Background: an optimization exercise with open tools, aiming at small area, a short achievable clock period and few clock cycles per item. Do not read the settings as production practice. Where RTL was checked, it was by simulation tests only, not by an equivalence proof against the original. Power and IR drop assume default switching activity.

==> v18: inputs <==
==> flow/design.v (excerpt) <==
module flow_hash (
    input  wire         clk,
    input  wire         rst,         
    input  wire         in_valid,
    output wire         in_ready,
    input  wire [1:0]   in_op,       
    input  wire [3:0]   in_len,      
    input  wire         in_frag,     
    input  wire [31:0]  in_seed,
    input  wire [511:0] in_words,    
    output wire         out_valid,
    input  wire         out_ready,
    output wire [31:0]  out_hash
);
clock: 8.0 ns
lec_check: 0
cap_margin: 20
core_margin: 2
core_utilization: 55
setup_slack_margin: 3.6
slew_margin: 20
tns_end_percent: 20
standard.sh (not shown) runs the stock make flow with config.mk's settings and CLKGATE_MAP_FILE= SYNTH_SCRIPT=/design/flow/synth_recipe.tcl, a recipe that flattens the netlist after the stock synthesis.
==> flow/flow/run.sh <==
#!/bin/bash
# Own layout flow: the standard layout (standard.sh: ORFS synthesis to
# final layout, unchanged), except that the port buffers that global
# placement inserts on every input and output are the platform's smallest
# plain buffer (buf_1) instead of the clkdlybuf4s50_1 delay cell that
# buffer_ports picks by default.  Repair may still resize them.
set -euo pipefail
export BUFFER_PORTS_ARGS="-buffer_cell sky130_fd_sc_hd__buf_1"
bash standard.sh finish > standard_flow.log 2>&1
==> v22 (differences from v18) <==
--- a/flow/design.v
+++ b/flow/design.v
@@ -463,91 +463,78 @@
     wire en9 = op_hash & (in_len >= 4'd9);
     wire en10 = op_hash & (in_len >= 4'd10);
     wire en11 = op_hash & (in_len >= 4'd11);
     wire en12 = op_hash & (in_len >= 4'd12);
     wire en13 = op_hash & (in_len >= 4'd13);
     wire en14 = op_hash & (in_len >= 4'd14);
     wire en15 = op_hash & (in_len >= 4'd15);
-    wire [31:0] r0 = {w0[4:0], w0[31:5]};
-    wire [31:0] r1 = {w1[9:0], w1[31:10]};
-    wire [31:0] r2 = {w2[14:0], w2[31:15]};
-    wire [31:0] r3 = {w3[19:0], w3[31:20]};
-    wire [31:0] r4 = {w4[24:0], w4[31:25]};
-    wire [31:0] r5 = {w5[29:0], w5[31:30]};
-    wire [31:0] r6 = {w6[2:0], w6[31:3]};
-    wire [31:0] r7 = {w7[7:0], w7[31:8]};
-    wire [31:0] r8 = {w8[12:0], w8[31:13]};
-    wire [31:0] r9 = {w9[17:0], w9[31:18]};
-    wire [31:0] r10 = {w10[22:0], w10[31:23]};
-    wire [31:0] r11 = {w11[27:0], w11[31:28]};
-    wire [31:0] r12 = {w12[0:0], w12[31:1]};
-    wire [31:0] r13 = {w13[5:0], w13[31:6]};
-    wire [31:0] r14 = {w14[10:0], w14[31:11]};
-    wire [31:0] r15 = {w15[15:0], w15[31:16]};
-    wire [31:0] g3 = en3 ? r3 : 32'd0;
-    wire [31:0] x1_2 = r1 ^ r2;
-    wire sa1 = en1 & ~en2;
-    wire [31:0] p1 = ({32{sa1}} & r1) | ({32{en2}} & x1_2);
-    wire [31:0] x4_5 = r4 ^ r5;
-    wire sa4 = en4 & ~en5;
-    wire [31:0] p4 = ({32{sa4}} & r4) | ({32{en5}} & x4_5);
-    wire [31:0] x6_7 = r6 ^ r7;
-    wire sa6 = en6 & ~en7;
-    wire [31:0] p6 = ({32{sa6}} & r6) | ({32{en7}} & x6_7);
-    wire [31:0] x8_9 = r8 ^ r9;
-    wire sa8 = en8 & ~en9;
-    wire [31:0] p8 = ({32{sa8}} & r8) | ({32{en9}} & x8_9);
-    wire [31:0] x10_11 = r10 ^ r11;
-    wire sa10 = en10 & ~en11;
-    wire [31:0] p10 = ({32{sa10}} & r10) | ({32{en11}} & x10_11);
-    wire [31:0] x12_13 = r12 ^ r13;
-    wire sa12 = en12 & ~en13;
-    wire [31:0] p12 = ({32{sa12}} & r12) | ({32{en13}} & x12_13);
-    wire [31:0] x14_15 = r14 ^ r15;
-    wire sa14 = en14 & ~en15;
-    wire [31:0] p14 = ({32{sa14}} & r14) | ({32{en15}} & x14_15);
+    wire [31:0] e1 = en1 ? w1 : 32'd0;
+    wire [31:0] e2 = en2 ? w2 : 32'd0;
+    wire [31:0] e3 = en3 ? w3 : 32'd0;
+    wire [31:0] e4 = en4 ? w4 : 32'd0;
+    wire [31:0] e5 = en5 ? w5 : 32'd0;
+    wire [31:0] e6 = en6 ? w6 : 32'd0;
+    wire [31:0] e7 = en7 ? w7 : 32'd0;
+    wire [31:0] e8 = en8 ? w8 : 32'd0;
+    wire [31:0] e9 = en9 ? w9 : 32'd0;
+    wire [31:0] e10 = en10 ? w10 : 32'd0;
+    wire [31:0] e11 = en11 ? w11 : 32'd0;
+    wire [31:0] e12 = en12 ? w12 : 32'd0;
+    wire [31:0] e13 = en13 ? w13 : 32'd0;
+    wire [31:0] e14 = en14 ? w14 : 32'd0;
+    wire [31:0] e15 = en15 ? w15 : 32'd0;
     wire [31:0] pr4 = {op_hsy4 ? w3[7:0] : 8'd0, 24'd0};
     wire [31:0] pr6 = {op_hsy6 ? w9[7:0] : 8'd0, 24'd0};
+    wire [31:0] r0 = {e0[4:0], e0[31:5]};
+    wire [31:0] r1 = {e1[9:0], e1[31:10]};
+    wire [31:0] r2 = {e2[14:0], e2[31:15]};
+    wire [31:0] r3 = {e3[19:0], e3[31:20]};
+    wire [31:0] r4 = {e4[24:0], e4[31:25]};
+    wire [31:0] r5 = {e5[29:0], e5[31:30]};
+    wire [31:0] r6 = {e6[2:0], e6[31:3]};
+    wire [31:0] r7 = {e7[7:0], e7[31:8]};
+    wire [31:0] r8 = {e8[12:0], e8[31:13]};
+    wire [31:0] r9 = {e9[17:0], e9[31:18]};
+    wire [31:0] r10 = {e10[22:0], e10[31:23]};
+    wire [31:0] r11 = {e11[27:0], e11[31:28]};
+    wire [31:0] r12 = {e12[0:0], e12[31:1]};
+    wire [31:0] r13 = {e13[5:0], e13[31:6]};
+    wire [31:0] r14 = {e14[10:0], e14[31:11]};
+    wire [31:0] r15 = {e15[15:0], e15[31:16]};
     wire [31:0] q3 = {pr4[19:0], pr4[31:20]};
     wire [31:0] q9 = {pr6[17:0], pr6[31:18]};
-    wire [31:0] fa = r0 ^ p1 ^ g3;           
-    wire [31:0] fb = p4 ^ p6;                
-    wire [31:0] fc = p8 ^ p10 ^ q3 ^ q9;     
-    wire [31:0] fd = p12 ^ p14 ^ in_seed;    
+    wire [31:0] fa = r0 ^ r1 ^ r2 ^ r3;      
+    wire [31:0] fb = r4 ^ r5 ^ r6 ^ r7;      
+    wire [31:0] fc = r8 ^ r9 ^ r10 ^ r11 ^ q3 ^ q9;
+    wire [31:0] fd = r12 ^ r13 ^ r14 ^ r15 ^ in_seed;
     wire [31:0] fold = (fa ^ fb) ^ (fc ^ fd);
     wire [31:0] d01 = w0 ^ w1;
     wire [15:0] x4  = in_frag ? 16'd0 : (w2[31:16] ^ w2[15:0]);
     wire [31:0] x4w = {x4, x4};
     wire [31:0] cor4 = {d01[4:0], d01[31:5]} ^ {d01[9:0], d01[31:10]} ^ {x4w[14:0], x4w[31:15]};
     wire [31:0] fb20 = {fb[11:0], fb[31:12]};
     wire [31:0] pq   = fa ^ fb20;
     wire [15:0] x6   = in_frag ? 16'd0 : (w8[31:16] ^ w8[15:0]);
     wire [31:0] x6w  = {x6, x6};
     wire [31:0] cor6 = pq ^ {pq[19:0], pq[31:20]} ^ {x6w[12:0], x6w[31:13]};
     wire [31:0] g = fold ^ ((swap4 ? cor4 : 32'd0) | (swap6 ? cor6 : 32'd0));
     reg         v1, v2, ov;
     reg  [31:0] g1;
     reg  [3:0]  n1;
-    reg  [3:0]  n1b;
-    wire [31:0] gs = g1;
     reg  [31:0] y2;
     reg  [31:0] res;
     wire stall = ov & ~out_ready;
     assign in_ready  = ~stall;
     assign out_valid = ov;
     assign out_hash  = res;
-    wire [31:0] t0 = {gs[26:0], gs[31:27]};
-    wire [31:0] u1 = {t0[26:0], t0[31:27]};
-    wire [31:0] t1 = {n1b[0] ? t0[31:16] : u1[31:16], n1[0] ? u1[15:0] : t0[15:0]};
-    wire [31:0] u2 = {t1[21:0], t1[31:22]};
-    wire [31:0] t2 = {n1b[1] ? t1[31:16] : u2[31:16], n1[1] ? u2[15:0] : t1[15:0]};
-    wire [31:0] u3 = {t2[11:0], t2[31:12]};
-    wire [31:0] t3 = {n1b[2] ? t2[31:16] : u3[31:16], n1[2] ? u3[15:0] : t2[15:0]};
-    wire [31:0] u4 = {t3[23:0], t3[31:24]};
-    wire [31:0] hr = {n1b[3] ? t3[31:16] : u4[31:16], n1[3] ? u4[15:0] : t3[15:0]};
+    wire [31:0] t0 = {g1[26:0], g1[31:27]};
+    wire [31:0] t1 = n1[0] ? {t0[26:0], t0[31:27]} : t0;
+    wire [31:0] t2 = n1[1] ? {t1[21:0], t1[31:22]} : t1;
+    wire [31:0] t3 = n1[2] ? {t2[11:0], t2[31:12]} : t2;
+    wire [31:0] hr = n1[3] ? {t3[23:0], t3[31:24]} : t3;
     wire ma_1;
     wire ma_2;
     assign ma_1 = ~hr[5] ^ ~hr[0];
     assign ma_2 = ~hr[5] & ~hr[0];
     wire ma_3;
     wire ma_4;
     assign ma_3 = ~hr[6] ^ ~hr[1];
@@ -1572,13 +1559,12 @@
             v1 <= in_valid;
             v2 <= v1;
             ov <= v2;
         end
         if (~stall) begin
             g1  <= g;
             n1  <= nm1;
-            n1b <= ~nm1;
             y2  <= ya;
             res <= fin;
         end
     end
 endmodule
Settings changed: CORE_UTILIZATION 55 to 40.
==> v33 (differences from v18) <==
Settings changed: CORE_UTILIZATION 55 to 40.
==> v20 (differences from v18) <==
Settings changed: CORE_UTILIZATION 55 to 40, SETUP_SLACK_MARGIN 3.6 to 4.0, TNS_END_PERCENT 20 to 0.
==> notes <==
- Combinational power is about the same in v33 and v22.
- Between v22 and v33, the lower area after synthesis is in v22 (gap 4.0%, measured against v33).
- In die area, v33 and v20 do not differ.
- Between v33 and v20, the lower critical path depth is in v20 (gap 10).
- In clock-buffer cell count, v18 and v22 do not differ.
- The highest non-clock buffer count belongs to v18, the lowest to v22.
- v33 completed without violations. v20 went through all stages and came out clean. v22 passed the timing, design-rule and antenna checks. v18 went through all stages and came out clean.
- Clock power, lowest first: v33, v20, v22, v18.
- Sequential share of layout area: v22 > v20 > v18 > v33.
Testbench counts of v22, summed over its fixed seeds: cycles 9,624, items 9,600.
Function not checked in v18, v33 and v20: the RTL went through the layout flow alone.

re-timing with driven ports:
No port has a modelled driver above. Below, the same layouts with a new extraction and two added sets of constraints. Step 1 sets driving cells, clkbuf_16 on the clock port and buf_2 on the other inputs (assumed; they add their load-dependent delay and slew). Step 2 moves the port delays by t, midway between the first and last clock arrival at a register: inputs arrive t later, outputs are due t later. That takes back most of the time a late clock gives input paths. Three values: no drivers, after step 1, after step 2; two values: the first two.
run | t, ns | setup slack, ns | worst setup path after step 2 | pins driven straight from the clock port
v18 | 0.451 | 3.169 / 3.169 / 2.953 | input to register | 1
v22 | 0.424 | 3.146 / 3.146 / 2.845 | input to register | 1
v33 | 0.445 | 3.452 / 3.452 / 3.036 | input to register | 1
v20 | 0.447 | 3.407 / 3.433 / 2.986 | input to register | 1
After both steps every run listed still meets setup and hold. For v20, which loses most, drivers alone change the setup slack by +0.026 ns; drivers and shift together by -0.421 ns.
